What follows belongs to an exercise in optimizing a design on an open flow for small area and a short achievable clock period; a production flow would make more cautious choices.
In this exercise RTL edits were held to simulation tests only and were not proved equivalent to the original.
No activity file was given, so power comes from the tool's default toggle rates.

**design/flow/flow/run.sh**
```bash
#!/bin/bash
# The standard ORFS layout (standard.sh, standard synthesis unchanged) with two changes
# to how the layout is made; the clock, its period and the constraints stay the design's:
#  - repair_timing is asked for extra setup slack (flow/setup_margin, in ns), so that it
#    sizes and buffers the logic for a shorter period than the constraint's;
#  - port buffers (every input and output still gets one) use flow/port_buffer.
set -euo pipefail
MARGIN=$(cat flow/setup_margin)
PBUF=$(cat flow/port_buffer)
sed "s|CLKGATE_MAP_FILE= |CLKGATE_MAP_FILE= SETUP_SLACK_MARGIN=$MARGIN 'BUFFER_PORTS_ARGS=-buffer_cell $PBUF' |" \
    standard.sh > standard_tuned.sh
bash standard_tuned.sh > flow_make.log 2>&1
```
**design/flow/flow/port_buffer**
```
sky130_fd_sc_hd__buf_2
```
**design/flow/flow/setup_margin**
```
24.2
```
**design/flow/standard.sh**
```bash
#!/bin/bash
# synth_recipe.tcl (not shown) runs the flow's synth.tcl, then flattens the netlist and writes it again
# the make line also repeats each setting of config.mk as NAME=value (left out here)
make -C /OpenROAD-flow-scripts/flow DESIGN_CONFIG=/design/flow/config.mk WORK_HOME=/design/flow/orfs CLKGATE_MAP_FILE= SYNTH_SCRIPT=/design/flow/synth_recipe.tcl "${@:-finish}"
```
**design/flow/config.mk**
```make
export PLATFORM = sky130hd
export DESIGN_NAME = red_combine
export DESIGN_NICKNAME = red_combine
export VERILOG_FILES = /design/flow/design.v
export SDC_FILE = /design/flow/constraint.sdc
export NUM_CORES = 4
export LEC_CHECK = 0
export ABC_AREA = 1
export CAP_MARGIN = 20
export CORE_MARGIN = 2
export CORE_UTILIZATION = 60
export CTS_BUF_LIST = sky130_fd_sc_hd__clkbuf_4 sky130_fd_sc_hd__clkbuf_8
export SLEW_MARGIN = 20
```
**design/flow/constraint.sdc**
```tcl
create_clock -name core_clock -period 32.0 [get_ports {clk}]
set_input_delay 6.4000 -clock core_clock [delete_from_list [all_inputs] [get_ports {clk}]]
set_output_delay 6.4000 -clock core_clock [all_outputs]
set_load 0.01 [all_outputs]
```
**design/flow/design.v**
```verilog
module red_combine (
    input  wire        clk,
    input  wire        rst,
    input  wire        in_valid,
    input  wire [31:0] in_a,
    input  wire [31:0] in_b,
    input  wire [1:0]  in_op,
    input  wire [1:0]  in_rmode,
    input  wire [15:0] in_rand,
    output reg         out_valid,
    output reg  [31:0] out_res
);
    wire a_e0   = ~|in_a[30:23];
    wire b_e0   = ~|in_b[30:23];
    wire a_emax = &in_a[30:23];
    wire b_emax = &in_b[30:23];
    wire a_mz   = ~|in_a[22:0];
    wire b_mz   = ~|in_b[22:0];
    wire a_nan  = a_emax & ~a_mz;
    wire b_nan  = b_emax & ~b_mz;
    wire a_inf  = a_emax & a_mz;
    wire b_inf  = b_emax & b_mz;
    wire sa = in_a[31];
    wire sb = in_b[31];
    wire is_mm  = in_op[0] ^ in_op[1];
    wire is_max = in_op[1];
    wire zero_small = ~is_mm & (a_inf | b_inf);
    wire e_lt;                                      
    gt_t #(8) u_ge (.a(in_b[30:23]), .b(in_a[30:23]), .gt(e_lt));
    wire m_gt;                                      
    gt_t #(23) u_gm (.a(in_b[22:0]), .b(in_a[22:0]), .gt(m_gt));
    wire e_eq = (in_a[30:23] == in_b[30:23]);
    wire pick_a_mm = b_nan | (~a_nan & (sa ^ is_max ^ (e_lt & ~(sa ^ sb))));
    wire sel_b = is_mm ? ~pick_a_mm : e_lt;
    wire [6:0] r_ab = {1'b0, in_a[28:23]} - {1'b0, in_b[28:23]};
    wire [6:0] r_ba = {1'b0, in_b[28:23]} - {1'b0, in_a[28:23]};
    wire [5:0] d_ab = a_e0 ? 6'd0 : b_e0 ? in_a[28:23] - 6'd1 : r_ab[5:0];
    wire [5:0] d_ba = b_e0 ? 6'd0 : a_e0 ? in_b[28:23] - 6'd1 : r_ba[5:0];
    wire [1:0] ha = in_a[30:29];
    wire [1:0] hb = in_b[30:29];
    wire ge_ab = ~a_e0 & (b_e0 ? (ha[1] | (ha[0] & |in_a[28:23]))
                                : ((ha == hb + 2'd1) & ~r_ab[6]) | ({1'b0, ha} >= {1'b0, hb} + 3'd2));
    wire ge_ba = ~b_e0 & (a_e0 ? (hb[1] | (hb[0] & |in_b[28:23]))
                                : ((hb == ha + 2'd1) & ~r_ba[6]) | ({1'b0, hb} >= {1'b0, ha} + 3'd2));
    reg        v1;
    reg [31:0] a1, b1;
    reg        sel1;
    reg [5:0]  sh;
    reg        big, sub, zs1, zsm1, nan1, rtz1, stoc1, mgt, mmflip, mm1;
    reg [15:0] rnd1;
    always @(posedge clk) begin
        v1    <= ~rst & in_valid;
        a1    <= in_a;
        b1    <= in_b;
        sel1  <= sel_b;
        sh    <= is_mm ? 6'd0 : e_lt ? d_ba : d_ab;
        big   <= ~is_mm & (e_lt ? ge_ba : ge_ab);
        sub   <= (sa ^ sb) & ~is_mm;
        zs1   <= is_mm | a_inf | b_inf;
        zsm1  <= zero_small;
        mgt   <= e_eq & m_gt;
        mmflip <= ~a_nan & ~b_nan & ~(sa ^ sb);
        mm1   <= is_mm;
        nan1  <= is_mm ? (a_nan & b_nan) : (a_nan | b_nan | (a_inf & b_inf & (sa ^ sb)));
        rtz1  <= (in_rmode == 2'd1);
        stoc1 <= (in_rmode == 2'd2);
        rnd1  <= in_rand;
    end
    wire [31:0] bg1  = sel1 ? b1 : a1;
    wire [22:0] sm_m = sel1 ? a1[22:0] : b1[22:0];
    wire        sm_h = sel1 ? |a1[30:23] : |b1[30:23];
    wire        s_sm = sel1 ? a1[31] : b1[31];
    wire [23:0] m_sm = zsm1 ? 24'd0 : {sm_h, sm_m};
    wire        bg_e0 = ~|bg1[30:23];
    wire [7:0]  e_big = {bg1[30:24], bg1[23] | bg_e0};
    wire [23:0] m_big = {~bg_e0, bg1[22:0]};
    wire [41:0] y;
    s1_align u_align(.m_sm(m_sm), .sh({big, 1'b0, sh}), .y(y));
    wire [42:0] r1;
    reg any_lo;
    integer k;
    always @(*) begin
        any_lo = 1'b0;
        for (k = 0; k < 24; k = k + 1)
            if (m_sm[k] && (big || sh > k)) any_lo = 1'b1;
    end
    wire swap_mm = mm1 & mgt & mmflip;
    s1_add u_add(.m_big(m_big & {24{~swap_mm}}), .y(y), .en_y(~mm1 | swap_mm),
                 .inv_big(sub & mgt), .inv_y(sub & ~mgt), .no_lo(~any_lo), .r1(r1));
    reg        v2;
    reg [42:0] r;
    reg [7:0]  eb2;
    reg        sg2, nan2, sub2, inf2, rtz2, stoc2;
    reg [15:0] rnd2;
    always @(posedge clk) begin
        v2    <= ~rst & v1;
        r     <= r1;
        eb2   <= e_big;
        sg2   <= (mgt & ~mm1) ? s_sm : bg1[31];
        nan2  <= nan1;
        sub2  <= sub;
        rtz2  <= rtz1;
        stoc2 <= stoc1;
        inf2  <= zs1 | ~rtz1;
        rnd2  <= rnd1;
    end
    wire [23:0] n; wire [15:0] d; wire st; wire [4:0] lz;
    s2_norm u_norm(.r(r), .eb2(eb2), .n(n), .d(d), .st(st), .lz(lz));
    wire [31:0] result;
    s2_round u_round(.r(r), .eb2(eb2), .n(n), .d(d), .st(st), .lz(lz), .rnd2(rnd2), .stoc2(stoc2), .rtz2(rtz2), .inf2(inf2), .nan2(nan2), .sg2(sg2), .sub2(sub2), .result(result));
    always @(posedge clk) begin
        out_valid <= ~rst & v2;
        out_res   <= result;
    end
endmodule
module s1_align(input [23:0] m_sm, input [7:0] sh, output [41:0] y);
    wire big = |sh[7:6];
    wire [41:0] x0 = {m_sm, 18'd0};
    wire [41:0] x1 = sh[0] ? { 1'd0, x0[41:1]}  : x0;
    wire [41:0] x2 = sh[1] ? { 2'd0, x1[41:2]}  : x1;
    wire [41:0] x3 = sh[2] ? { 4'd0, x2[41:4]}  : x2;
    wire [41:0] x4 = sh[3] ? { 8'd0, x3[41:8]}  : x3;
    wire [41:0] x5 = sh[4] ? {16'd0, x4[41:16]} : x4;
    wire [41:0] x6 = (sh[5] | big) ? {32'd0, x5[41:32] & {10{~big}}} : x5;
    wire jam = (sh[4] & (|x4[15:0])) | ((sh[5] | big) & (|x5[31:0])) | (big & (|x5[41:32]));
    assign y = {x6[41:1], x6[0] | jam};
endmodule
module s1_add(input [23:0] m_big, input [41:0] y, input en_y, input inv_big, input inv_y,
              input no_lo, output [42:0] r1);
    wire [18:0] lo_any;
    or_prefix #(18) u_lo (.a(y[17:0]), .y(lo_any));
    assign r1[17:0] = y[17:0] ^ ({18{inv_y}} & lo_any[17:0]);
    add_bk #(25) u_hi (.a({1'b0, m_big} ^ {25{inv_big}}), .b({1'b0, y[41:18] & {24{en_y}}} ^ {25{inv_y}}),
                       .c((inv_big | inv_y) & no_lo), .y(r1[42:18]));
endmodule
module s2_norm(input [42:0] r, input [7:0] eb2, output [23:0] n, output [15:0] d, output st, output reg [4:0] lz);
    wire [25:0] xs = r[42:17];
    integer i;
    always @(*) begin
        lz = 5'd26;
        for (i = 0; i < 26; i = i + 1)
            if (xs[i]) lz = 5'd25 - i[4:0];
    end
    wire lz_ok = (|eb2[7:5]) | (lz <= eb2[4:0]);
    wire [4:0] L = lz_ok ? lz : eb2[4:0];
    wire [25:0] shl = xs << L;
    assign n  = shl[25:2];
    assign d  = (L == 5'd0) ? r[18:3] : (L == 5'd1) ? r[17:2] : (L == 5'd2) ? r[16:1] : 16'd0;
    assign st = (L == 5'd0) ? |r[2:0] : (L == 5'd1) ? |r[1:0] : (L == 5'd2) ? r[0] : 1'b0;
endmodule
module s2_round(input [42:0] r, input [7:0] eb2, input [23:0] n, input [15:0] d, input st, input [4:0] lz,
  input [15:0] rnd2, input stoc2, input rtz2, input inf2, input nan2, input sg2, input sub2, output [31:0] result);
    wire [7:0]  e_field = n[23] ? eb2 + 8'd1 - {3'd0, lz} : 8'd0;
    wire r_zero = ~|r[42:17];
    wire d_gt_r;
    gt_t #(16) u_gtr (.a(d), .b(rnd2), .gt(d_gt_r));
    wire round_up = stoc2 ? d_gt_r : (~rtz2 & d[15] & ((|d[14:0]) | st | n[0]));
    wire [31:0] ones;
    and_prefix #(31) u_rnd (.a({e_field, n[22:0]}), .y(ones));
    wire [31:0] code = {1'b0, e_field, n[22:0]} ^ ({32{round_up}} & ones);
    wire ovf = code[31] | &code[30:23];
    wire sign = sg2 & ~(sub2 & r_zero);
    assign result = nan2 ? 32'h7FC0_0000 :
                         {sign, ovf ? (inf2 ? 31'h7F80_0000 : 31'h7F7F_FFFF) : code[30:0]};
endmodule
module inc_g #(parameter N=31) (input [N-1:0] a, input c, output [N:0] y);
  localparam G = (N+4)/4;
  wire [4*G-1:0] ap = {{(4*G-N){1'b0}}, a};
  wire [4*G-1:0] s;
  wire [G:0] gc;             
  assign gc[0] = c;
  genvar g;
  generate for (g = 0; g < G; g = g + 1) begin: grp
    wire [3:0] q = ap[4*g+3:4*g];
    assign gc[g+1] = gc[g] & (&q);
    wire c1 = gc[g] & q[0];
    wire c2 = c1 & q[1];
    wire c3 = c2 & q[2];
    assign s[4*g+3:4*g] = q ^ {c3, c2, c1, gc[g]};
  end endgenerate
  assign y = s[N:0];
endmodule
module or_prefix #(parameter N=18) (input [N-1:0] a, output [N:0] y);
  localparam G = (N+4)/4;
  wire [4*G-1:0] ap = {{(4*G-N){1'b0}}, a};
  wire [4*G-1:0] s;
  wire [G:0] gc;
  assign gc[0] = 1'b0;
  genvar g;
  generate for (g = 0; g < G; g = g + 1) begin: grp
    wire [3:0] q = ap[4*g+3:4*g];
    assign gc[g+1] = gc[g] | (|q);
    wire c1 = gc[g] | q[0];
    wire c2 = c1 | q[1];
    wire c3 = c2 | q[2];
    assign s[4*g+3:4*g] = {c3, c2, c1, gc[g]};
  end endgenerate
  assign y = s[N:0];
endmodule
module and_prefix #(parameter N=31) (input [N-1:0] a, output [N:0] y);
  localparam G = (N+4)/4;
  wire [4*G-1:0] ap = {{(4*G-N){1'b0}}, a};
  wire [4*G-1:0] s;
  wire [G:0] gc;
  assign gc[0] = 1'b1;
  genvar g;
  generate for (g = 0; g < G; g = g + 1) begin: grp
    wire [3:0] q = ap[4*g+3:4*g];
    assign gc[g+1] = gc[g] & (&q);
    wire c1 = gc[g] & q[0];
    wire c2 = c1 & q[1];
    wire c3 = c2 & q[2];
    assign s[4*g+3:4*g] = {c3, c2, c1, gc[g]};
  end endgenerate
  assign y = s[N:0];
endmodule
module gt_t #(parameter N=23) (input [N-1:0] a, input [N-1:0] b, output gt);
  function integer lg2;
    input integer v;
    integer t;
    begin
      lg2 = 0;
      for (t = 1; t < v; t = t * 2) lg2 = lg2 + 1;
    end
  endfunction
  localparam LG = lg2(N);
  localparam M = 1 << LG;
  wire [M-1:0] g0 = {{(M-N){1'b0}}, a & ~b};
  wire [M-1:0] e0 = {{(M-N){1'b1}}, ~(a ^ b)};
  genvar l, i;
  generate for (l = 0; l < LG; l = l + 1) begin: lv
    wire [(M>>(l+1))-1:0] gg, ee;
    for (i = 0; i < (M>>(l+1)); i = i + 1) begin: nd
      wire gh, gl, eh, el;
      if (l == 0) begin: f0
        assign gh = g0[2*i+1]; assign gl = g0[2*i]; assign eh = e0[2*i+1]; assign el = e0[2*i];
      end else begin: fn
        assign gh = lv[l-1].gg[2*i+1]; assign gl = lv[l-1].gg[2*i]; assign eh = lv[l-1].ee[2*i+1]; assign el = lv[l-1].ee[2*i];
      end
      assign gg[i] = gh | (eh & gl);
      assign ee[i] = eh & el;
    end
  end endgenerate
  assign gt = lv[LG-1].gg[0];
endmodule
module add_bk #(parameter N=43) (input [N-1:0] a, input [N-1:0] b, input c, output [N-1:0] y);
  function integer lg2;
    input integer v;
    integer t;
    begin
      lg2 = 0;
      for (t = 1; t < v; t = t * 2) lg2 = lg2 + 1;
    end
  endfunction
  localparam M = N+1;
  localparam LG = lg2(M);
  wire [M-1:0] g [0:2*LG];
  wire [M-1:0] p [0:2*LG];
  assign g[0] = {a & b, c};
  assign p[0] = {a ^ b, 1'b0};
  genvar l, i;
  generate
    for (l = 0; l < LG; l = l + 1) begin: up
      for (i = 0; i < M; i = i + 1) begin: b
        if ((i % (2<<l)) == (2<<l)-1) begin: n
          assign g[l+1][i] = g[l][i] | (p[l][i] & g[l][i-(1<<l)]);
          assign p[l+1][i] = p[l][i] & p[l][i-(1<<l)];
        end else begin: w
          assign g[l+1][i] = g[l][i];
          assign p[l+1][i] = p[l][i];
        end
      end
    end
    for (l = LG-1; l > 0; l = l - 1) begin: dn
      for (i = 0; i < M; i = i + 1) begin: b
        if (i >= (3<<(l-1))-1 && ((i - ((3<<(l-1))-1)) % (2<<(l-1))) == 0) begin: n
          assign g[2*LG-l][i] = g[2*LG-l-1][i] | (p[2*LG-l-1][i] & g[2*LG-l-1][i-(1<<(l-1))]);
          assign p[2*LG-l][i] = p[2*LG-l-1][i] & p[2*LG-l-1][i-(1<<(l-1))];
        end else begin: w
          assign g[2*LG-l][i] = g[2*LG-l-1][i];
          assign p[2*LG-l][i] = p[2*LG-l-1][i];
        end
      end
    end
  endgenerate
  assign y = p[0][M-1:1] ^ g[2*LG-1][M-2:0];
endmodule
```
==> results of run 1 <==
[state kept, by name, summed over array words and instances, names as in the netlist, 6 cells and up]
register	flops
rnd2	16
out_res	32
eb2	8
b1	32
r	43
sh	6
rnd1	16
a1	32
[final timing paths]
| check | start | endpoint | depth (start not counted) |
|---|---|---|---|
| setup / recovery | in_a[27] | sh[0] | 11 |
| hold / removal | rnd1[1] | rnd2[1] | 0 |
| setup reg to reg | sel1 | r[41] | 37 |
| hold reg to reg | rnd1[1] | rnd2[1] | 0 |
[worst max-delay path, cell delays in order]
cell and delay (ns):
buf_2 0.14, inv_1 0.10, ha_2 0.39, nand2_1 0.08, nor2_2 0.15, nand2_1 0.10, o211ai_1 0.27, buf_4 0.21
buf_6 0.09, a21oi_2 0.04, a311oi_1 0.24
[cell usage in the layout, fill, tap and decap left out, types with 87 or more instances in the layout]
cell type and count:
a21oi_1 87, buf_2 117, dfxtp_1 204, ha_1 98, inv_1 230, nand2_1 625, nand3_1 197, nor2_1 187
o21ai_0 146, xor2_1 91
[cells by family (layout without fill, tap and decap cells)]
kind of cell               after synthesis  after routing  share of synthesized area (%)
xor gates and xnor gates               109            109                           6.36
muxes                                   16             16                           1.08
adders and majority gates              122            122                           11.0
AOI/OAI and AO/OA                      348            348                           13.1
buffers and inverters                  332            456                           8.92
DFF                                    205            205                           27.4
and+or+nand+nor                       1129           1129                           32.2
[routing by layer]
layer / track usage (%) / wire length (um) / up-vias
li1: - / - / 7586
met4: 11.6 / 1430 / 0
met1: 40.6 / 18300 / 6860
met5: 0 / 0 / -
met2: 53.0 / 19200 / 598
met3: 4.03 / 2680 / 103
[what timing repair did]
| item | in CTS | in global routing |
|---|---|---|
| setup buffers | 3 | 11 |
| cloned | 0 | 0 |
| endpoints found under the setup margin | 5 | 39 |
| pin swaps | 2 | 15 |
| resized for setup | 1 | 36 |
[layout make-up]
type / count / area (um^2)
Clock inverter: 8 / 75.1
Inverter: 248 / 948
Timing Repair Buffer: 146 / 815
Sequential cell: 205 / 4110
Fill cell: 2217 / 7720
Multi-Input combinational cell: 1724 / 9710
Clock buffer: 54 / 687
Tap cell: 324 / 405
[power groups by stage]
stage	combinational [mW]	sequential, mW	clock, mW
2_1_floorplan	0.713	0.362	0
3_3_place_gp	0.904	0.360	0
3_5_place_dp	0.925	0.361	0
4_1_cts	0.930	0.356	0.255
5_1_grt	1.08	0.363	0.268
6_report	0.951	0.356	0.250
[through the flow]
step / cell area (um^2) / cells / setup WS (ns)
after floorplan: 15100 / 2261 / 24.04
after global placement: 15700 / 2633 / 23.62
final: 16700 / 2709 / 24.22
after detailed placement: 15700 / 2633 / 23.58
after global routing: 16700 / 2709 / 24.15
after CTS: 16500 / 2698 / 24.21
==> reports/metrics.cfg, run 1 <==
[run_status]
status = timing/DRC/antenna clean

[pwr]
p_clk_share_pct = 16.1
pwr-share-comb_pct = 61.0
power.internal_mw = 0.796
switching_share_pct = 48.9
switchingPower_mw = 0.761
total_power_mw = 1.56
power.share.sequential_pct = 22.9
power_leakage_nw = 8.50
power_density_nw_per_um2 = 93.0
ir_drop_mv = 0.0677

[routing]
dr.first_iter.drc_count = 1417
vias = 15100
wire_per_inst_um = 15.4
vias_per_cell = 5.59
ant_nets = 0
drc = 0
drt_first_pass_iters = 6
routed_wl_um = 41600

[cells_and_area]
final_nets = 2570
syn2layout_area_growth_pct = 11.6
antenna_cells = 0
utilization_pct = 68.4
drive_gt1_share_pct = 12.2

[yosys]
synth_ff_type = dfxtp_1
ys_async_sr_fraction_pct = 0
synth_warnings = 3
seq_area_frac_synth_pct = 27.4
syn_area_um2 = 15000
ys_top_cells_by_area = dfxtp_1, nand2_1, ha_1, nand3_1, inv_1
synth_edf_count = 0
synth.most_common_cell = nand2_1
yosysTopAreaCell = dfxtp_1
syn_nets = 2470
yosys.area.top_type_share_pct = 27.4
synth_common_cells = nand2_1, inv_1, dfxtp_1
synthCells = 2261
syn_area_per_cell_um2 = 6.64
yosys.cell_types.count = 62
synth-seq-cells = 205

[timing]
max_freq_ghz = 0.129
setup_viol = 0
worst_pin_slew_ns = 0.882
hold_viol = 0
finClkSkew_ns = 0.0431
whs_ns = 0.315
maxSlewHeadroom_pct = 40.8
period_share_pct = 24.3
fin_crit_ns = 7.78
rsz0062_at_grt = true
drv_slew = 0
finalSetupTns_ns = 0

[cts]
cts_max_level = 2
ctsHoldBuffers = 0
clk_latency_ns = 0.54
path_clk_slew_ns = 0.06
clockBufferDepth = 3
tritoncts = done
cts_root_buf = clkbuf_8
cts_buffers = 36
clock_sinks = 205

[grt]
grt_max_degree = 56
grt_use_total_pct = 31.2
grt_pass1_wl_um = 67600
grt_pass1_vias = 14200
grt_antenna_before_repair = 0
grt-ovfl-total = 0

[critical_path]
end_kind = flop
critical_path_required_ns = 32.43
crit_fanout = 6
arrival_ns = 8.21
reg2reg_slack_ns = 24.98
worstSetupPathType = in2reg
cp-start-kind = primary input

[hold_path]
hold_class = reg2reg

[die]
floorplan.rows = 57
dieArea_um2 = 26300
die_w_um = 162
coreArea_um2 = 24500
ios = 120
die_h_um = 162
initial_core_util_pct = 61.3

[job]
maxCapViolCount = 0

[placed_design]
routabilityCongestion = 1.01
portBuffers = 119
post-dp-hpwl_um = 33300

==> run 2: changes to the inputs <==
==> design/flow/flow/port_buffer (replaced) <==
sky130_fd_sc_hd__buf_1
==> design/flow/config.mk (replaced) <==
export PLATFORM = sky130hd
export DESIGN_NAME = red_combine
export DESIGN_NICKNAME = red_combine
export VERILOG_FILES = /design/flow/design.v
export SDC_FILE = /design/flow/constraint.sdc
export NUM_CORES = 4
export LEC_CHECK = 0
export ABC_AREA = 0
export CAP_MARGIN = 20
export CORE_MARGIN = 2
export CORE_UTILIZATION = 60
export SLEW_MARGIN = 20
==> run 2 against run 1 <==
Effect of this change:
- synthesized cell count decreased by 14%
- combinational power increased by 9%
- flip-flop and latch count unchanged
- routed wire length increased by 17%
- largest power group unchanged
- critical path type unchanged
- non-clock buffer count increased by 13
- register-to-register slack got worse by 0.41 ns
==> reports/metrics.cfg, run 2 <==
[run_status]
status = timing/DRC/antenna clean

[yosys]
ys_async_sr_fraction_pct = 0  ; unchanged
synth.most_common_cell = dfxtp_1
synth_edf_count = 0  ; unchanged
yosys.cell_types.count = 94  ; +52%
yosysTopAreaCell = dfxtp_1
syn_nets = 2162  ; -12%
seq_area_frac_synth_pct = 25.1  ; -2.2 points
synthCells = 1953  ; -14%
ys_top_cells_by_area = dfxtp_1, ha_1, mux2i_1, xnor2_1, mux4_2
synth_common_cells = dfxtp_1, nor2_1, nand2_1
syn_area_per_cell_um2 = 8.36  ; +26%
synth_ff_type = dfxtp_1
synth_warnings = 3  ; unchanged
synth-seq-cells = 205  ; unchanged
syn_area_um2 = 16300  ; +8.9%
yosys.area.top_type_share_pct = 25.1  ; -2.2 points

[pwr]
ir_drop_mv = 0.0503  ; -26%
total_power_mw = 1.73  ; +11%
p_clk_share_pct = 17.2  ; +1.1 points
switching_share_pct = 46.3  ; -2.6 points
power.internal_mw = 0.930  ; +17%
power_leakage_nw = 7.84  ; -7.7%
pwr-share-comb_pct = 60.2  ; -0.8 points
power_density_nw_per_um2 = 95.3  ; +2.4%
switchingPower_mw = 0.803  ; +5.5%
power.share.sequential_pct = 22.6  ; -0.3 points

[cts]
path_clk_slew_ns = 0.06  ; about the same
clock_sinks = 205  ; unchanged
cts_max_level = 1  ; -1
ctsHoldBuffers = 0  ; unchanged
tritoncts = done
cts_buffers = 23  ; -36%
clk_latency_ns = 0.51  ; -0.03 ns
cts_root_buf = clkbuf_16
clockBufferDepth = 3  ; unchanged

[die]
dieArea_um2 = 28600  ; +8.6%
coreArea_um2 = 26900  ; +9.9%
floorplan.rows = 60  ; +5.3%
die_w_um = 169  ; +4.2%
die_h_um = 169  ; +4.2%
ios = 120  ; unchanged
initial_core_util_pct = 60.8  ; -0.56 points

[cells_and_area]
largest_reg_flops = 43  ; unchanged
instances_no_fill = 2377  ; -12%
most-common-layout-cells = dfxtp_1, nor2_1, nand2_1
syn2layout_area_growth_pct = 11.4
drive_gt1_share_pct = 12.1  ; -0.12 points
final_nets = 2231  ; -13%
final_common_cell = dfxtp_1
top_register = r
antenna_cells = 0  ; unchanged

[critical_path]
crit_fanout = 2  ; -4
critical_path_required_ns = 32.43  ; about the same
path_cells = buf_8 > inv_8 > ha_4 > nand2_2 > o21bai_1 > a21o_1 > a21o_1 > a21o_1 > a21o_1 > a21o_1 > a21o_1 > a21oi_2 > o211ai_1 > a21oi_1 > or3_1 > a211oi_2
arrival_ns = 8.47  ; +0.26 ns
reg2reg_slack_ns = 24.57  ; -0.41 ns
end_kind = flop
reg2regPathDepth = 19  ; -49%
path_buf_inv = 2  ; -2
worstSetupPathType = in2reg
cp_slowest_cell = or3_1
worstReg2RegStart = r[40]
cp-start-kind = primary input
critPathMaxStageDelay_ns = 0.33  ; -0.06 ns
worstReg2RegEnd = out_res[4]
crit_path_frequent_cell = a21o_1
crit_family = compound AO/OA/AOI/OAI gates

[hold_path]
hold_path_end = rnd2[4]
min_from = rnd1[4]
hold_class = reg2reg
whs_path_depth = 0  ; unchanged

[timing]
maxSlewHeadroom_pct = 32.5  ; -8.2 points
worst_pin_slew_ns = 0.998  ; +0.116 ns
finalSetupTns_ns = 0  ; unchanged
finClkSkew_ns = 0.00906  ; -0.0341 ns
rsz0062_at_grt = true
setup_viol = 0  ; unchanged
period_share_pct = 25.1  ; +0.82 points
fin_crit_ns = 8.04  ; +0.262 ns
hold_viol = 0  ; unchanged
max_freq_ghz = 0.124  ; -3.3%
drv_slew = 0  ; unchanged

[placed_design]
portBuffers = 119  ; unchanged
post-place-cells = 2321  ; -12%
post-dp-hpwl_um = 37100  ; +11%
routabilityCongestion = 1.01  ; -0.53%

[grt]
grt_max_degree = 60  ; +7.1%
grt-ovfl-total = 0  ; unchanged
grt_use_total_pct = 33.3  ; +2.1 points
grt_antenna_before_repair = 0  ; unchanged
grt_pass1_vias = 14400  ; +1.7%
grt_pass1_wl_um = 77200  ; +14%

[routing]
vias = 15500  ; +2.3%
vias_per_cell = 6.52  ; +17%
dr.first_iter.drc_count = 1906  ; +35%
routed_wl_um = 48900  ; +17%
drt_first_pass_iters = 8  ; +2
drc = 0  ; unchanged
ant_nets = 0  ; unchanged
wire_per_inst_um = 20.6  ; +34%

[job]
maxCapViolCount = 0  ; unchanged

[run 2: metal layers]
| layer | wire length [um] | GRT usage [%] | share of wire, % |
|---|---|---|---|
| met1 | 20200 | 44.6 | 41 |
| met2 | 22400 | 54.7 | 46 |
| met3 | 3940 | 4.19 | 8.1 |
| met4 | 2330 | 14.0 | 4.8 |
| met5 | 0 | 0 | 0 |
[run 2: layout make-up]
cell class / instances / area (um^2)
clock buffers: 26 / 597
fillers: 2338 / 8680
clock inverters: 13 / 262
well taps: 341 / 427
flip-flops and latches: 205 / 4110
multi-input cells: 1529 / 11600
inverters: 104 / 414
repair buffers: 159 / 821
[run 2: per-stage QoR]
stage / hold WS [ns] / area [um^2] / util (%) / setup slack (ns)
4_1_cts: 0.328 / 17900 / 66.8 / 23.96
3_3_place_gp: 0.313 / 17000 / 63.1 / 23.29
6_report: 0.326 / 18200 / 67.7 / 23.96
3_5_place_dp: 0.312 / 17000 / 63.1 / 23.21
2_1_floorplan: 0.310 / 16400 / - / 23.76
5_1_grt: 0.333 / 18200 / 67.7 / 23.90
[run 2: what timing repair did]
item	CTS	global route
endpoints found under the setup margin	40	44
pin swaps	13	26
gates resized for setup	32	40
setup buffers	6	11
[run 2: kinds of logic (layout without fill, tap and decap cells)]
group           count (synthesis)  count (layout)  share of synthesized area, %
mux                           184             184                          13.9
simple gates                  620             620                          18.6
xor+xnor                      114             114                          6.11
compound gates                488             488                          20.6
flops                         205             205                          25.1
buf+inv                       219             302                          5.47
fa+ha+maj                     123             123                          10.2
[run 2: worst max-delay path by stage]
| stage | startpoint | end | slack, ns | depth (start not counted) |
|---|---|---|---|---|
| detailed placement | in_a[1] | mgt | 23.21 | 16 |
| global route | in_a[1] | mgt | 23.90 | 16 |
| finish | in_a[1] | mgt | 23.96 | 16 |
| global placement | in_a[1] | mgt | 23.29 | 16 |
| floorplan | in_a[1] | mgt | 23.76 | 15 |
| CTS | in_a[1] | mgt | 23.96 | 16 |
[run 2: power by group through the flow]
| stage | clock [mW] | sequential, mW | combinational (mW) |
|---|---|---|---|
| after global routing | 0.312 | 0.398 | 1.13 |
| final | 0.298 | 0.392 | 1.04 |
| after floorplan | 0 | 0.365 | 0.777 |
| after detailed placement | 0 | 0.394 | 0.998 |
| after global placement | 0 | 0.393 | 0.986 |
| after CTS | 0.302 | 0.388 | 1.01 |
==> run 3: changes to the inputs <==
--- a/design/flow/config.mk
+++ b/design/flow/config.mk
@@ -5,8 +5,9 @@
 export SDC_FILE = /design/flow/constraint.sdc
 export NUM_CORES = 4
 export LEC_CHECK = 0
-export ABC_AREA = 0
+export ABC_AREA = 1
 export CAP_MARGIN = 20
 export CORE_MARGIN = 2
 export CORE_UTILIZATION = 60
+export GPL_ROUTABILITY_DRIVEN = 0
 export SLEW_MARGIN = 20
==> run 3 against run 2 <==
Effect of this change:
- sequential power is 9.2% lower
- routed wire length fell by 18%
- register-to-register slack improved by 0.50 ns
- largest cell class unchanged
- synthesized area down 8.1%
- power decreased by 9.5%
- still clean on timing, DRC and antenna
- highest routed layer unchanged
==> reports/metrics.cfg, run 3 <==
[yosys]
synth_common_cells = nand2_1, inv_1, dfxtp_1
yosys.cell_types.count = 62  ; -34%
synth_fa_ha_area_share_pct = 11.0  ; +0.84 points
syn_nets = 2470  ; +14%
synth_compound_area_share_pct = 13.1  ; -7.5 points
synth_top_family_by_area = simple AND/OR/NAND/NOR gates
synth_warnings = 3  ; unchanged
synth_xor_area_share_pct = 6.36  ; +0.25 points
synthCells = 2261  ; +16%
synth.most_common_cell = nand2_1
synth_ff_type = dfxtp_1
seq_area_frac_synth_pct = 27.4  ; +2.2 points
yosys.area.top_type_share_pct = 27.4  ; +2.2 points
ys_async_sr_fraction_pct = 0  ; unchanged
synth_edf_count = 0  ; unchanged
syn_area_per_cell_um2 = 6.64  ; -21%
synth-seq-cells = 205  ; unchanged
synthMuxAreaShare_pct = 1.08  ; -13 points
ys_top_cells_by_area = dfxtp_1, nand2_1, ha_1, nand3_1, inv_1
yosysTopAreaCell = dfxtp_1
syn_area_um2 = 15000  ; -8.1%
synth-simple-area-share_pct = 32.2  ; +14 points

[routing]
drc = 0  ; unchanged
routed_wl_um = 40000  ; -18%
dr.first_iter.drc_count = 1309  ; -31%
vias_per_cell = 5.55  ; -15%
wire_per_inst_um = 14.9  ; -28%
vias = 14900  ; -3.6%
ant_nets = 0  ; unchanged
drt_first_pass_iters = 6  ; -2

[critical_path]
path_buf_inv = 3  ; +1
cp_slowest_cell = ha_2
cp-start-kind = primary input
worstSetupPathType = in2reg
crit_fanout = 7  ; +5
critPathMaxStageDelay_ns = 0.33  ; about the same
crit_family = compound AO/OA/AOI/OAI gates
path_cells = buf_2 > inv_1 > ha_2 > a21oi_1 > o21ai_1 > inv_1 > nor2_1 > o21ai_0 > nand2_1 > o21ai_0 > o211ai_1 > a21oi_1
critical_path_required_ns = 32.44  ; about the same
end_kind = flop
arrival_ns = 8.17  ; -0.30 ns

[cells_and_area]
antenna_cells = 0  ; unchanged
largest_reg_flops = 43  ; unchanged
drive_gt1_share_pct = 6.64  ; -5.4 points
final_nets = 2557  ; +15%
nFillCells = 2252  ; -3.7%
final_common_cell = nand2_1
syn2layout_area_growth_pct = 10.8
top_register = r
utilization_pct = 67.9  ; +0.23 points
most-common-layout-cells = nand2_1, inv_1, dfxtp_1

[timing]
max_freq_ghz = 0.129  ; +4.0%
fin_ws_ns = 24.27  ; +0.310 ns
worst_pin_slew_ns = 0.803  ; -0.196 ns
finalSetupTns_ns = 0  ; unchanged
finClkSkew_ns = 0.0117  ; +0.00261 ns
setup_viol = 0  ; unchanged
rsz0062_at_grt = true
whs_ns = 0.319  ; -0.00760 ns
drv_slew = 0  ; unchanged
maxSlewHeadroom_pct = 46.3  ; +14 points
hold_viol = 0  ; unchanged
fin_crit_ns = 7.73  ; -0.310 ns
period_share_pct = 24.2  ; -0.97 points

[die]
initial_core_util_pct = 61.3  ; +0.56 points
coreArea_um2 = 24500  ; -9.0%
dieArea_um2 = 26300  ; -7.9%
die_h_um = 162  ; -4.1%
ios = 120  ; unchanged
die_w_um = 162  ; -4.1%
floorplan.rows = 57  ; -5.0%

[cts]
cts_root_buf = clkbuf_16
clockBufferDepth = 3  ; unchanged
cts_buffers = 24  ; +4.3%
tritoncts = done
path_clk_slew_ns = 0.06  ; about the same
cts_max_level = 1  ; unchanged
clk_latency_ns = 0.51  ; about the same
clock_sinks = 205  ; unchanged
ctsHoldBuffers = 0  ; unchanged

[pwr]
power_density_nw_per_um2 = 94.4  ; -0.90%
p_clk_share_pct = 17.6  ; +0.4 points
ir_drop_mv = 0.0914  ; +82%
switching_share_pct = 47.9  ; +1.6 points
switchingPower_mw = 0.752  ; -6.4%
power_leakage_nw = 8.18  ; +4.3%
total_power_mw = 1.57  ; -9.5%
power.internal_mw = 0.817  ; -12%
pwr-share-comb_pct = 59.7  ; -0.5 points
power.share.sequential_pct = 22.7  ; about the same

[grt]
grt_antenna_before_repair = 0  ; unchanged
grt_pass1_wl_um = 65800  ; -15%
grt_max_degree = 71  ; +18%
grt-ovfl-total = 0  ; unchanged
grt_use_total_pct = 30.2  ; -3.2 points
grt_pass1_vias = 13800  ; -4.7%

[placed_design]
portBuffers = 119  ; unchanged
post-dp-hpwl_um = 31600  ; -15%
preCtsSetupSlack_ns = 23.51  ; +0.300 ns

[run_status]
status = timing/DRC/antenna clean

[hold_path]
hold_class = reg2reg

[job]
maxCapViolCount = 0  ; unchanged

==> run 3: metal layers <==
layer  vias up  track usage, %  share of wire (%)
li1       7557               -                  -
met1      6645            40.0                 43
met2       617            50.8                 46
met3       117            3.29                6.9
met4         0            11.3                3.9
met5         -               0                  0
==> run 3: logic make-up after synthesis <==
kind of cell    Yosys count
fa+ha+maj               122
flops                   205
compound gates          348
mux                      16
buf+inv                 332
simple gates           1129
xor+xnor                109
==> run 3: layout make-up <==
cell class,instances,area (um^2),area share [%]
Sequential cell,205,4110,24.7
Inverter,248,942,5.67
Clock inverter,10,128,0.768
Tap cell,324,405,2.44
Timing Repair Buffer,145,666,4.01
Multi-Input combinational cell,1724,9690,58.3
Clock buffer,33,686,4.13
==> run 3: per-stage QoR <==
step                      std cells  cell area, um^2
final                          2689            16600
after global routing           2689            16600
after CTS                      2683            16500
after detailed placement       2635            15600
after global placement         2635            15600
after floorplan                2261            15100
==> run 3: power by group through the flow <==
| stage | registers (mW) | logic, mW | clock network, mW |
|---|---|---|---|
| global placement | 0.360 | 0.897 | 0 |
| floorplan | 0.362 | 0.713 | 0 |
| global route | 0.363 | 1.07 | 0.291 |
| detailed placement | 0.361 | 0.911 | 0 |
| CTS | 0.356 | 0.920 | 0.280 |
| finish | 0.356 | 0.937 | 0.276 |
==> run 3: repair_timing <==
| item | 4_1_cts | 5_1_grt |
|---|---|---|
| pin swaps | 3 | 10 |
| buffers inserted | 5 | 6 |
| resized for setup | 4 | 36 |
| setup endpoints to repair | 8 | 39 |
| endpoints found under the hold margin | 0 | 0 |
==> run 3: worst paths after layout <==
kind	start	endpoint	slack (ns)	cells after the start
setup / recovery	in_a[25]	sh[5]	24.27	12
hold reg to reg	rnd1[2]	rnd2[2]	0.32	0
setup reg to reg	r[19]	out_res[9]	25.07	54
hold / removal	rnd1[2]	rnd2[2]	0.32	0
==> run 4: changes to the inputs <==
--- a/design/flow/config.mk
+++ b/design/flow/config.mk
@@ -9,5 +9,4 @@
 export CAP_MARGIN = 20
 export CORE_MARGIN = 2
 export CORE_UTILIZATION = 60
-export GPL_ROUTABILITY_DRIVEN = 0
 export SLEW_MARGIN = 20
==> run 4 against run 3 <==
Effect of this change:
- die area unchanged
- clock skew up 0.0013 ns
- global-route usage up 1.1 points
- clock power down 3%
- synthesized cell count unchanged
- highest routed layer unchanged
- largest power group unchanged
- via count about the same
- still clean on timing, DRC and antenna
- sequential share of layout area up 0.14 points
- synthesized area unchanged
- critical path depth down 1
==> reports/metrics.cfg, run 4 <==
[cells_and_area]
syn2layout_area_growth_pct = 10.2
antenna_cells = 0  ; unchanged
fin_area_um2 = 16500  ; -0.56%
most-common-layout-cells = nand2_1, inv_1, dfxtp_1
final_nets = 2549  ; -0.31%
drive_gt1_share_pct = 6.20  ; -0.44 points
instances_no_fill = 2679  ; -0.37%
largest_reg_flops = 43  ; unchanged
top_register = r
utilization_pct = 67.6  ; -0.38 points
final_common_cell = nand2_1

[routing]
drc = 0  ; unchanged
dr.first_iter.drc_count = 1331  ; +1.7%
wire_per_inst_um = 15.6  ; +4.9%
routed_wl_um = 41800  ; +4.6%
drt_first_pass_iters = 6  ; unchanged
vias = 14900  ; -0.033%
vias_per_cell = 5.57  ; +0.34%
ant_nets = 0  ; unchanged

[yosys]
syn_area_per_cell_um2 = 6.64  ; unchanged
synth-seq-cells = 205  ; unchanged
yosys.area.top_type_share_pct = 27.4  ; unchanged
yosys.cell_types.count = 62  ; unchanged
synthMuxAreaShare_pct = 1.08  ; unchanged
yosysTopAreaCell = dfxtp_1
ys_async_sr_fraction_pct = 0  ; unchanged
synth_edf_count = 0  ; unchanged
synth.most_common_cell = nand2_1
synthCells = 2261  ; unchanged
synth_ff_type = dfxtp_1
synth_common_cells = nand2_1, inv_1, dfxtp_1
seq_area_frac_synth_pct = 27.4  ; unchanged
synth_warnings = 3  ; unchanged
syn_area_um2 = 15000  ; unchanged
synth_fa_ha_area_share_pct = 11.0  ; unchanged
synth_compound_area_share_pct = 13.1  ; unchanged
synth_top_family_by_area = simple AND/OR/NAND/NOR gates
synth_xor_area_share_pct = 6.36  ; unchanged
syn_nets = 2470  ; unchanged
synth-simple-area-share_pct = 32.2  ; unchanged
ys_top_cells_by_area = dfxtp_1, nand2_1, ha_1, nand3_1, inv_1

[grt]
use_met1_pct = 40.6  ; +0.59 points
grt_use_total_pct = 31.3  ; +1.1 points
grt_use_met3_pct = 3.80  ; +0.51 points
grt_pass1_vias = 13800  ; -0.10%
grt_max_degree = 46  ; -35%
grt_pass1_wl_um = 67200  ; +2.1%
grtUsageMet2_pct = 53.5  ; +2.7 points
grt-ovfl-total = 0  ; unchanged
grt_antenna_before_repair = 0  ; unchanged
top_usage_layer = met2

[timing]
setup_viol = 0  ; unchanged
fin_crit_ns = 7.73  ; -0.00350 ns
rsz0062_at_grt = true
finalSetupTns_ns = 0  ; unchanged
max_freq_ghz = 0.129  ; about the same
period_share_pct = 24.1  ; about the same
maxSlewHeadroom_pct = 46.0  ; -0.24 points
finClkSkew_ns = 0.0130  ; +0.00134 ns
hold_viol = 0  ; unchanged
whs_ns = 0.324  ; +0.00511 ns
drv_slew = 0  ; unchanged
worst_pin_slew_ns = 0.804  ; +0.000840 ns

[cts]
clock_sinks = 205  ; unchanged
path_clk_slew_ns = 0.06  ; about the same
cts_max_level = 1  ; unchanged
cts_buffers = 23  ; -4.2%
tritoncts = done
clockBufferDepth = 3  ; unchanged
cts_root_buf = clkbuf_16
clk_latency_ns = 0.51  ; about the same

[pwr]
switchingPower_mw = 0.762  ; +1.3%
switching_share_pct = 48.4  ; +0.51 points
power.share.sequential_pct = 22.8  ; about the same
power_density_nw_per_um2 = 95.2  ; +0.82%
pwr-share-comb_pct = 60.2  ; +0.5 points
p_clk_share_pct = 17.0  ; -0.6 points
ir_drop_mv = 0.0677  ; -26%
power_leakage_nw = 8.12  ; -0.73%
power.internal_mw = 0.811  ; -0.73%

[critical_path]
cp-start-kind = primary input
critical_path_required_ns = 32.39  ; -0.05 ns
worstSetupPathType = in2reg
crit_fanout = 2  ; -5
arrival_ns = 8.11  ; -0.06 ns
end_kind = flop

[die]
die_h_um = 162  ; unchanged
dieArea_um2 = 26300  ; unchanged
floorplan.rows = 57  ; unchanged
die_w_um = 162  ; unchanged
coreArea_um2 = 24500  ; unchanged
initial_core_util_pct = 61.3  ; unchanged
ios = 120  ; unchanged

[placed_design]
dpl_cell_area_um2 = 15600  ; about the same
post-dp-hpwl_um = 33400  ; +5.6%
post-place-cells = 2634  ; -0.038%
routabilityCongestion = 1.02
portBuffers = 119  ; unchanged

[job]
maxCapViolCount = 0  ; unchanged

[run_status]
status = timing/DRC/antenna clean

[hold_path]
hold_class = reg2reg

-- run 4: cell counts after synthesis --
Identical to the previous run, type by type.
-- run 4: worst max-delay path, stage by stage --
cell and delay (ns):
buf_1 0.21, inv_8 0.04, ha_4 0.21, a31o_4 0.21, a21o_1 0.16, a21oi_1 0.18, o221a_2 0.22, o221a_2 0.21
nor3_2 0.05, o21ai_1 0.14, a21oi_1 0.08
-- run 4: kinds of logic (layout without fill, tap and decap cells) --
| family | Yosys count | after routing |
|---|---|---|
| buffers and inverters | 332 | 426 |
| muxes | 16 | 16 |
| and+or+nand+nor | 1129 | 1129 |
| DFF | 205 | 205 |
| adders and majority gates | 122 | 122 |
| AOI/OAI and AO/OA | 348 | 348 |
| xor gates and xnor gates | 109 | 109 |
-- run 4: power by group through the flow --
stage	Sequential (mW)	Combinational, mW	Clock [mW]
floorplan	0.362	0.713	0
detailed placement	0.363	0.917	0
global placement	0.361	0.898	0
CTS	0.358	0.927	0.272
global route	0.365	1.07	0.282
finish	0.359	0.947	0.267
-- run 4: final cells by class --
class | instances | area, um^2
tap | 324 | 405
sequential | 205 | 4110
clock buffer | 31 | 656
fill | 2142 | 7940
inverter | 248 | 945
clock inverter | 9 | 123
timing repair buffer | 138 | 602
multi-input combinational | 1724 | 9690
-- run 4: per-layer routing --
layer / vias up / part of all wire, %
met5: - / 0
met4: 0 / 3.6
met3: 107 / 6.1
met2: 547 / 47
met1: 6747 / 44
li1: 7530 / -
-- run 4: path summary, 6_finish.rpt --
check,startpoint,to,slack (ns),cells past startpoint
worst min register to register,rnd1[2],rnd2[2],0.32,0
worst max register to register,r[19],out_res[3],25.10,56
worst min-delay path,rnd1[2],rnd2[2],0.32,0
worst max-delay path,in_a[1],mgt,24.27,11
-- run 4: metrics by stage --
step | setup slack, ns | power (mW)
floorplan | 24.04 | 1.07
global placement | 23.47 | 1.26
detailed placement | 23.45 | 1.28
CTS | 24.20 | 1.56
global route | 24.19 | 1.72
finish | 24.27 | 1.57
-- run 4: repair_timing --
item | in CTS | in global routing
setup buffers | 3 | 2
endpoints found under the setup margin | 8 | 40
pin swaps | 1 | 2
hold buffers | 0 | 0
resized for setup | 4 | 33
==> run 5: changes to the inputs <==
--- a/design/flow/config.mk
+++ b/design/flow/config.mk
@@ -9,4 +9,7 @@
 export CAP_MARGIN = 20
 export CORE_MARGIN = 2
 export CORE_UTILIZATION = 60
+export CTS_BUF_LIST = sky130_fd_sc_hd__clkbuf_16
+export CTS_CLUSTER_DIAMETER = 200
+export CTS_CLUSTER_SIZE = 30
 export SLEW_MARGIN = 20
==> run 5 against run 4 <==
Effect of this change:
- first-iteration DRC count is 0.15% lower
- still clean on timing, DRC and antenna
- cell count down 0.97%
- critical path type unchanged
- setup slack worse by 0.013 ns
- largest power group unchanged
==> reports/metrics.cfg, run 5 <==
[placed_design]
post-dp-hpwl_um = 33400  ; unchanged
routabilityCongestion = 1.02  ; unchanged
portBuffers = 119  ; unchanged
dpl_cell_area_um2 = 15600  ; unchanged

[yosys]
syn_area_um2 = 15000  ; unchanged
synth_fa_ha_area_share_pct = 11.0  ; unchanged
synth_ff_type = dfxtp_1
synth_common_cells = nand2_1, inv_1, dfxtp_1
synth_edf_count = 0  ; unchanged
synthCells = 2261  ; unchanged
yosys.area.top_type_share_pct = 27.4  ; unchanged
synth.most_common_cell = nand2_1
synth-seq-cells = 205  ; unchanged
synth_xor_area_share_pct = 6.36  ; unchanged
ys_async_sr_fraction_pct = 0  ; unchanged
synth_warnings = 3  ; unchanged
syn_area_per_cell_um2 = 6.64  ; unchanged
synth_top_family_by_area = simple AND/OR/NAND/NOR gates
yosys.cell_types.count = 62  ; unchanged
seq_area_frac_synth_pct = 27.4  ; unchanged
syn_nets = 2470  ; unchanged
ys_top_cells_by_area = dfxtp_1, nand2_1, ha_1, nand3_1, inv_1
synth-simple-area-share_pct = 32.2  ; unchanged
synthMuxAreaShare_pct = 1.08  ; unchanged
yosysTopAreaCell = dfxtp_1
synth_compound_area_share_pct = 13.1  ; unchanged

[hold_path]
hold_class = reg2reg

[timing]
finalSetupTns_ns = 0  ; unchanged
drv_slew = 0  ; unchanged
finClkSkew_ns = 0.0260  ; +0.0130 ns
hold_viol = 0  ; unchanged
max_freq_ghz = 0.129  ; -0.17%
maxSlewHeadroom_pct = 46.7  ; +0.61 points
fin_crit_ns = 7.74  ; +0.0128 ns
setup_viol = 0  ; unchanged
rsz0062_at_grt = true
worst_pin_slew_ns = 0.797  ; -0.00628 ns
period_share_pct = 24.2  ; +0.040 points

[cts]
path_clk_slew_ns = 0.11  ; +0.05 ns
tritoncts = done
cts_root_buf = clkbuf_16
clock_sinks = 205  ; unchanged
cts_max_level = 1  ; unchanged
clk_latency_ns = 0.49  ; -0.02 ns
cts_buffers = 10  ; -57%
clockBufferDepth = 3  ; unchanged

[routing]
wire_per_inst_um = 15.5  ; -0.61%
routed_wl_um = 41100  ; -1.6%
ant_nets = 0  ; unchanged
vias = 14800  ; -0.71%
dr.first_iter.drc_count = 1329  ; -0.15%
vias_per_cell = 5.59  ; +0.26%
drc = 0  ; unchanged
drt_first_pass_iters = 7  ; +1

[critical_path]
crit_fanout = 6  ; +4
arrival_ns = 8.13  ; +0.02 ns
worstSetupPathType = in2reg
path_cells = buf_1 > ha_1 > inv_1 > nor4_1 > nand2_1 > inv_1 > nor2_1 > o21ai_1 > nand2_1
cp-start-kind = primary input
cp_slowest_cell = nor4_1
critPathMaxStageDelay_ns = 0.68  ; +0.46 ns
end_kind = flop
critical_path_required_ns = 32.39  ; about the same
crit_family = simple AND/OR/NAND/NOR gates
path_buf_inv = 3  ; +1

[die]
die_h_um = 162  ; unchanged
ios = 120  ; unchanged
coreArea_um2 = 24500  ; unchanged
dieArea_um2 = 26300  ; unchanged
floorplan.rows = 57  ; unchanged
initial_core_util_pct = 61.3  ; unchanged
die_w_um = 162  ; unchanged

[grt]
grt_pass1_wl_um = 66600  ; -0.97%
grt_use_total_pct = 30.9  ; -0.34 points
grt_max_degree = 46  ; unchanged
grt_antenna_before_repair = 0  ; unchanged
grt-ovfl-total = 0  ; unchanged
grt_pass1_vias = 13600  ; -1.0%

[pwr]
switching_share_pct = 51.1  ; +2.7 points
pwr-share-comb_pct = 65.2  ; +5.0 points
switchingPower_mw = 0.737  ; -3.2%
power.share.sequential_pct = 24.8  ; +2.0 points
power_leakage_nw = 7.89  ; -2.8%
p_clk_share_pct = 10.0  ; -7.0 points
power.internal_mw = 0.705  ; -13%
ir_drop_mv = 0.0624  ; -7.8%
power_density_nw_per_um2 = 89.7  ; -5.7%

[cells_and_area]
largest_reg_flops = 43  ; unchanged
final_nets = 2538  ; -0.43%
nFillCells = 2228  ; +4.0%
multi_input_area_um2 = 9690  ; about the same
most-common-layout-cells = nand2_1, inv_1, dfxtp_1
drive_gt1_share_pct = 5.28  ; -0.92 points
seq_area_um2 = 4110  ; unchanged
top_register = r
fin_area_um2 = 16100  ; -2.7%
syn2layout_area_growth_pct = 7.13
antenna_cells = 0  ; unchanged
final_common_cell = nand2_1

[job]
maxCapViolCount = 0  ; unchanged

[run_status]
status = timing/DRC/antenna clean

## run 5: cell counts after synthesis
No cell type changed its count.
## run 5: final timing paths
check	from	end	slack (ns)	cells after the start
max	in_b[29]	sel1	24.26	9
min reg2reg	rnd1[15]	rnd2[15]	0.34	0
max reg2reg	sel1	r[41]	25.19	36
min	rnd1[15]	rnd2[15]	0.34	0
## run 5: final cells by class
cell class                      instances  area share (%)
Tap cell                              324            2.52
Timing Repair Buffer                  140            3.98
Inverter                              248            5.88
Clock inverter                          1          0.0467
Clock buffer                           11            1.71
Multi-Input combinational cell       1724            60.3
Sequential cell                       205            25.5
## run 5: power by group through the flow
stage               clock, mW  sequential [mW]  combinational [mW]
global placement            0            0.361               0.898
CTS                     0.146            0.357               0.923
global route            0.155            0.365                1.07
finish                  0.144            0.358               0.941
floorplan                   0            0.362               0.713
detailed placement          0            0.363               0.917
## run 5: cell families (layout without fill, tap and decap cells)
| kind of cell | count (synthesis) | after routing |
|---|---|---|
| AO/OA/AOI/OAI | 348 | 348 |
| XOR/XNOR | 109 | 109 |
| adder cells (fa/ha/maj) | 122 | 122 |
| buffers and inverters | 332 | 400 |
| flip-flops | 205 | 205 |
| multiplexers | 16 | 16 |
| AND/OR/NAND/NOR | 1129 | 1129 |
## run 5: stage by stage
stage               hold WS, ns  setup slack [ns]  total power [mW]  instances  util [%]
finish                    0.338             24.26              1.44       2653      65.7
global route              0.345             24.17              1.59       2653      65.7
CTS                       0.337             24.18              1.43       2649      65.1
detailed placement        0.312             23.45              1.28       2634      63.8
global placement          0.311             23.47              1.26       2634      63.8
floorplan                 0.310             24.04              1.07       2261         -
## run 5: routing by layer
metal,vias up,share of wire (%),wire [um],track usage [%]
met2,555,47,19200,52.8
met5,-,0,0,0
met1,6694,44,18000,40.7
met4,0,3.4,1410,10.9
li1,7480,-,-,-
met3,96,6.1,2520,3.29
## run 5: worst register-to-register path: cells and delay by family, from the launching register on
| kind | cells | cell delay (ns) |
|---|---|---|
| DFF | 1 | 0.51 |
| buffers and inverters | 4 | 0.87 |
| adders and majority gates | 2 | 0.84 |
| AOI/OAI and AO/OA | 14 | 2.58 |
| and+or+nand+nor | 15 | 1.73 |
| xor gates and xnor gates | 1 | 0.17 |
## run 5: what timing repair did
action                                 CTS  global route
resized for setup                        7            38
endpoints found under the hold margin    0             0
hold buffers                             0             0
setup endpoints to repair                8            40
pin swaps                                2             8
buffers inserted                         3             4
==> run 6: changes to the inputs <==
==> design/flow/flow/setup_margin (replaced) <==
24.35
--- a/design/flow/config.mk
+++ b/design/flow/config.mk
@@ -10,6 +10,6 @@
 export CORE_MARGIN = 2
 export CORE_UTILIZATION = 60
 export CTS_BUF_LIST = sky130_fd_sc_hd__clkbuf_16
-export CTS_CLUSTER_DIAMETER = 200
+export CTS_CLUSTER_DIAMETER = 100
 export CTS_CLUSTER_SIZE = 30
 export SLEW_MARGIN = 20
==> run 6 against run 5 <==
Effect of this change:
- fmax rose by 1.5%
- routed wire length rose by 1.3%
- power grew 3.1%
- setup slack better by 0.11 ns
- clock skew decreased by 0.0044 ns
- sequential power about the same
- largest cell class unchanged
==> reports/metrics.cfg, run 6 <==
[timing]
fin_crit_ns = 7.62  ; -0.114 ns
setup_viol = 0  ; unchanged
hold_viol = 0  ; unchanged
fin_ws_ns = 24.38  ; +0.114 ns
drv_slew = 0  ; unchanged
worst_pin_slew_ns = 0.835  ; +0.0376 ns
maxSlewHeadroom_pct = 43.9  ; -2.7 points
whs_ns = 0.331  ; -0.00741 ns
finClkSkew_ns = 0.0216  ; -0.00436 ns
max_freq_ghz = 0.131  ; +1.5%
finalSetupTns_ns = 0  ; unchanged
rsz0062_at_grt = true
period_share_pct = 23.8  ; -0.36 points

[yosys]
synth-seq-cells = 205  ; unchanged
synth_edf_count = 0  ; unchanged
yosys.cell_types.count = 62  ; unchanged
yosys.area.top_type_share_pct = 27.4  ; unchanged
syn_nets = 2470  ; unchanged
seq_area_frac_synth_pct = 27.4  ; unchanged
synth.most_common_cell = nand2_1
synth_common_cells = nand2_1, inv_1, dfxtp_1
ys_async_sr_fraction_pct = 0  ; unchanged
syn_area_um2 = 15000  ; unchanged
syn_area_per_cell_um2 = 6.64  ; unchanged
synth_warnings = 3  ; unchanged
ys_top_cells_by_area = dfxtp_1, nand2_1, ha_1, nand3_1, inv_1
yosysTopAreaCell = dfxtp_1
synth_ff_type = dfxtp_1
synthCells = 2261  ; unchanged

[routing]
dr.first_iter.drc_count = 1412  ; +6.2%
wl_met1_um = 18100  ; +1.0%
wl_met3_um = 2770  ; +10%
vias = 14900  ; +0.57%
vias_per_cell = 5.60  ; +0.19%
routed_wl_um = 41700  ; +1.3%
drt_first_pass_iters = 9  ; +2
drc = 0  ; unchanged
wire_per_inst_um = 15.6  ; +0.96%
top_layer_used = met4
wl_met2_um = 19500  ; +1.1%
ant_nets = 0  ; unchanged

[cts]
clock_sinks = 205  ; unchanged
cts_max_level = 1  ; unchanged
cts_root_buf = clkbuf_16
path_clk_slew_ns = 0.11  ; about the same
cts_buffers = 12  ; +2
clk_latency_ns = 0.50  ; about the same
ctsHoldBuffers = 0  ; unchanged
clockBufferDepth = 3  ; unchanged
tritoncts = done

[critical_path]
arrival_ns = 8.02  ; -0.11 ns
reg2regPathDepth = 45  ; +25%
worstReg2RegEnd = out_res[5]
cp-start-kind = primary input
end_kind = flop
crit_fanout = 7  ; +1
critical_path_required_ns = 32.40  ; about the same
worstSetupPathType = in2reg
reg2reg_slack_ns = 25.19  ; about the same
worstReg2RegStart = r[17]

[grt]
grt_antenna_before_repair = 0  ; unchanged
grt_max_degree = 46  ; unchanged
grt_use_total_pct = 31.2  ; +0.22 points
grt-ovfl-total = 0  ; unchanged
grt_pass1_wl_um = 67000  ; +0.68%
grt_pass1_vias = 13600  ; +0.15%

[cells_and_area]
most-common-layout-cells = nand2_1, inv_1, dfxtp_1
antenna_cells = 0  ; unchanged
instances_no_fill = 2663  ; +0.38%
syn2layout_area_growth_pct = 8.85
largest_reg_flops = 43  ; unchanged
drive_gt1_share_pct = 6.41  ; +1.1 points
top_register = r
final_common_cell = nand2_1
nFillCells = 2182  ; -2.1%
final_nets = 2543  ; +0.20%

[die]
die_w_um = 162  ; unchanged
die_h_um = 162  ; unchanged
floorplan.rows = 57  ; unchanged
ios = 120  ; unchanged
dieArea_um2 = 26300  ; unchanged
initial_core_util_pct = 61.3  ; unchanged
coreArea_um2 = 24500  ; unchanged

[run_status]
status = timing/DRC/antenna clean

[hold_path]
min_from = stoc1
hold_class = reg2reg
hold_path_end = stoc2
whs_path_depth = 0  ; unchanged

[placed_design]
preCtsSetupSlack_ns = 23.45  ; unchanged
routabilityCongestion = 1.02  ; unchanged
portBuffers = 119  ; unchanged
post-dp-hpwl_um = 33400  ; unchanged
post-place-cells = 2634  ; unchanged

[pwr]
power_leakage_nw = 7.99  ; +1.2%
ir_drop_mv = 0.0649  ; +4.1%
power_density_nw_per_um2 = 91.1  ; +1.5%
total_power_mw = 1.49  ; +3.1%

[job]
maxCapViolCount = 0  ; unchanged

## run 6: cell count changes in the layout (fill, tap and decap cells not counted), moves of 3 or more
cell      previous run  this run
buf_4               20        23
inv_1              229       225
buf_2                5        10
ha_4                 5         8
a21oi_1             89        86
clkbuf_2             4         0
inv_2               12        16
## run 6: area by class of cell
cell class	instances	area, um^2	area share [%]
tap	324	405	2.48
inverter	248	945	5.79
clock inverter	6	113	0.690
timing repair buffer	143	658	4.03
clock buffer	13	325	1.99
multi-input combinational	1724	9780	59.9
sequential	205	4110	25.1
## run 6: power breakdown
group / internal [mW] / switching (mW) / total (mW) / leakage [nW]
Sequential: 0.320 / 0.0382 / 0.358 / 1.72
Clock: 0.0870 / 0.0949 / 0.182 / 0.207
Combinational: 0.324 / 0.623 / 0.947 / 6.05
Total: 0.731 / 0.756 / 1.49 / 7.99
## run 6: worst max-delay path by stage
| stage | start | to | slack [ns] | depth (start not counted) |
|---|---|---|---|---|
| after global routing | in_a[23] | sel1 | 24.26 | 14 |
| after floorplan | in_a[23] | sel1 | 24.04 | 12 |
| after CTS | in_b[24] | sel1 | 24.35 | 12 |
| final | in_a[23] | sel1 | 24.38 | 14 |
| after detailed placement | in_a[23] | sh[4] | 23.45 | 13 |
| after global placement | in_a[23] | sh[4] | 23.47 | 13 |
## run 6: kinds of logic (layout without fill, tap and decap cells)
kind of cell    after synthesis  after routing  share of synthesized area, %
xor+xnor                    109            109                          6.36
compound gates              348            348                          13.1
simple gates               1129           1129                          32.2
mux                          16             16                          1.08
fa+ha+maj                   122            122                          11.0
flops                       205            205                          27.4
buf+inv                     332            410                          8.92
## run 6: repair_timing
item | 4_1_cts | 5_1_grt
pin swaps | 7 | 11
hold endpoints to repair | 0 | 0
gates resized for setup | 24 | 42
endpoints found under the setup margin | 10 | 41
buffers inserted | 3 | 7
## run 6: through the flow
step | utilization [%] | cell area [um^2]
after floorplan | - | 15100
after global placement | 63.8 | 15600
after detailed placement | 63.8 | 15600
after CTS | 65.9 | 16100
after global routing | 66.8 | 16300
final | 66.8 | 16300
## run 6: metal layers
layer,vias up,global-route usage [%]
li1,7498,-
met1,6726,41.0
met2,588,53.4
met3,97,3.29
met4,0,10.5
met5,-,0
## run 6: critical path, cell delays in order
cell,delay (ns)
buf_8,0.10
clkinvlp_4,0.08
ha_4,0.13
inv_2,0.03
fa_2,0.38
o21ai_2,0.13
nand2_1,0.07
o211ai_1,0.08
buf_4,0.21
nor2_4,0.05
a21oi_2,0.13
nor2_1,0.06
o21ai_1,0.11
nand2_1,0.06
==> run 7: changes to the inputs <==
==> design/flow/flow/setup_margin (replaced) <==
23.9
==> run 7 against run 6 <==
Effect of this change:
- register-to-register slack worse by 0.45 ns
- worst hold slack improved by 0.0023 ns
- still clean on timing, DRC and antenna
- critical path type unchanged
- via count is 0.38% lower
- cell count fell by 0.30%
==> reports/metrics.cfg, run 7 <==
[yosys]
synth_edf_count = 0  ; unchanged
syn_area_um2 = 15000  ; unchanged
synth_warnings = 3  ; unchanged
syn_nets = 2470  ; unchanged
synth.most_common_cell = nand2_1
yosys.cell_types.count = 62  ; unchanged
seq_area_frac_synth_pct = 27.4  ; unchanged
ys_top_cells_by_area = dfxtp_1, nand2_1, ha_1, nand3_1, inv_1
synth_ff_type = dfxtp_1
synth-seq-cells = 205  ; unchanged
yosys.area.top_type_share_pct = 27.4  ; unchanged
syn_area_per_cell_um2 = 6.64  ; unchanged
synth_common_cells = nand2_1, inv_1, dfxtp_1
ys_async_sr_fraction_pct = 0  ; unchanged
yosysTopAreaCell = dfxtp_1
synthCells = 2261  ; unchanged

[routing]
drt_first_pass_iters = 6  ; -3
wire_per_inst_um = 15.9  ; +1.4%
routed_wl_um = 42100  ; +1.1%
drc = 0  ; unchanged
ant_nets = 0  ; unchanged
vias_per_cell = 5.59  ; about the same
dr.first_iter.drc_count = 1232  ; -13%
vias = 14900  ; -0.38%

[timing]
drv_slew = 0  ; unchanged
period_share_pct = 25.0  ; +1.2 points
worst_pin_slew_ns = 0.892  ; +0.0571 ns
setup_viol = 0  ; unchanged
max_freq_ghz = 0.125  ; -4.7%
finalSetupTns_ns = 0  ; unchanged
fin_ws_ns = 24.00  ; -0.375 ns
fin_crit_ns = 8.00  ; +0.375 ns
maxSlewHeadroom_pct = 40.1  ; -3.8 points
rsz0062_at_grt = true
hold_viol = 0  ; unchanged
finClkSkew_ns = 0.0206  ; -0.00107 ns

[critical_path]
worstReg2RegStart = r[19]
worstReg2RegEnd = out_res[8]
arrival_ns = 8.37  ; +0.35 ns
path_cells = buf_2 > clkinvlp_4 > ha_1 > inv_1 > fa_1 > o21ai_1 > nand2_1 > o211ai_1 > buf_4 > nor2_1 > a21oi_1 > nor2_1 > o21ai_0 > nand2_1
critical_path_required_ns = 32.37  ; -0.03 ns
worstSetupPathType = in2reg
cp-start-kind = primary input
crit_fanout = 6  ; -1
cp_slowest_cell = fa_1
reg2reg_slack_ns = 24.74  ; -0.45 ns
reg2regPathDepth = 54  ; +20%
critPathMaxStageDelay_ns = 0.43  ; +0.05 ns
end_kind = flop

[die]
initial_core_util_pct = 61.3  ; unchanged
floorplan.rows = 57  ; unchanged
die_h_um = 162  ; unchanged
ios = 120  ; unchanged
dieArea_um2 = 26300  ; unchanged
die_w_um = 162  ; unchanged
coreArea_um2 = 24500  ; unchanged

[cells_and_area]
multi_input_area_um2 = 9570  ; -2.1%
fin_area_um2 = 15900  ; -2.4%
instances_no_fill = 2655  ; -0.30%
final_nets = 2537  ; -0.24%
nFillCells = 2242  ; +2.7%
drive_gt1_share_pct = 4.20  ; -2.2 points
most-common-layout-cells = nand2_1, inv_1, dfxtp_1
syn2layout_area_growth_pct = 6.22
utilization_pct = 65.1  ; -1.6 points
seq_area_um2 = 4110  ; unchanged
final_common_cell = nand2_1
antenna_cells = 0  ; unchanged
top_register = r
largest_reg_flops = 43  ; unchanged

[hold_path]
min_from = rnd1[15]
hold_class = reg2reg
hold_path_end = rnd2[15]
whs_path_depth = 0  ; unchanged

[grt]
grt_pass1_vias = 13900  ; +2.2%
grt_use_total_pct = 31.5  ; +0.35 points
top_usage_layer = met2
grt-ovfl-total = 0  ; unchanged
grt_use_met3_pct = 2.94  ; -0.36 points
grt_pass1_wl_um = 68200  ; +1.7%
grt_max_degree = 71  ; +54%
use_met1_pct = 40.1  ; -0.92 points
grt_antenna_before_repair = 0  ; unchanged
grtUsageMet2_pct = 56.9  ; +3.5 points

[placed_design]
post-place-cells = 2634  ; unchanged
routabilityCongestion = 0.990  ; -3.2%
dpl_cell_area_um2 = 15600  ; -0.31%
post-dp-hpwl_um = 34300  ; +2.7%
portBuffers = 119  ; unchanged
preCtsSetupSlack_ns = 23.16  ; -0.295 ns

[cts]
clockBufferDepth = 3  ; unchanged
clk_latency_ns = 0.47  ; -0.03 ns
tritoncts = done
cts_root_buf = clkbuf_16
path_clk_slew_ns = 0.11  ; about the same
ctsHoldBuffers = 0  ; unchanged
cts_max_level = 1  ; unchanged
clock_sinks = 205  ; unchanged
cts_buffers = 11  ; -1

[job]
maxCapViolCount = 0  ; unchanged

[run_status]
status = timing/DRC/antenna clean

[pwr]
power_density_nw_per_um2 = 91.2  ; +0.21%
power_leakage_nw = 7.88  ; -1.3%
ir_drop_mv = 0.0644  ; -0.79%

==> run 7: what timing repair did <==
item | in CTS | in global routing
pin swaps | 0 | 1
gates cloned | 0 | 0
endpoints found under the setup margin | 8 | 37
buffers inserted | 3 | 2
resized for setup | 1 | 10
==> run 7: cells by family (layout without fill, tap and decap cells) <==
family                   after synthesis  in the layout  share of synthesized area (%)
AND/OR/NAND/NOR                     1129           1129                           32.2
XOR/XNOR                             109            109                           6.36
AO/OA/AOI/OAI                        348            348                           13.1
multiplexers                          16             16                           1.08
adder cells (fa/ha/maj)              122            122                           11.0
buffers and inverters                332            402                           8.92
flip-flops                           205            205                           27.4
==> run 7: how the worst max path moves through the flow <==
stage,startpoint,end,cells past startpoint
after floorplan,in_a[23],sel1,12
after global placement,in_a[23],sh[4],13
after detailed placement,in_a[23],sh[3],12
after CTS,in_b[24],sh[3],11
after global routing,in_a[23],sel1,14
final,in_a[23],sel1,14
==> run 7: metrics by stage <==
| step | hold WS [ns] | power, mW |
|---|---|---|
| after floorplan | 0.310 | 1.07 |
| after global placement | 0.310 | 1.26 |
| after detailed placement | 0.312 | 1.28 |
| after CTS | 0.334 | 1.44 |
| after global routing | 0.340 | 1.60 |
| final | 0.333 | 1.45 |
==> run 7: metal layers <==
layer,wire [um],vias to the layer above
li1,-,7497
met1,18200,6740
met2,20400,532
met3,2290,84
met4,1240,0
met5,0,-
==> run 7: area by class of cell <==
type,instances,share of cell area (%)
clock buffer,11,1.73
clock inverter,5,0.291
inverter,248,5.87
multi-input combinational,1724,60.1
sequential,205,25.8
tap,324,2.54
timing repair buffer,138,3.73
==> run 7: power by group <==
| part | leakage, nW | total, mW | internal, mW | switching, mW |
|---|---|---|---|---|
| combinational | 6.00 | 0.948 | 0.321 | 0.627 |
| clock | 0.159 | 0.150 | 0.0657 | 0.0848 |
| sequential | 1.72 | 0.356 | 0.320 | 0.0357 |
==> run 7: critical path: cells and delay by family <==
family	cells	cell delay, ns
fa+ha+maj	2	0.61
compound gates	4	0.61
simple gates	4	0.23
buf+inv	4	0.50

Setup slack of run 7, layout unchanged: 24.000 ns with ideal ports, 24.031 ns with driving cells assumed (clock clkbuf_16, inputs buf_2), 23.519 ns with port delays also shifted by the 0.512 ns mid clock arrival.
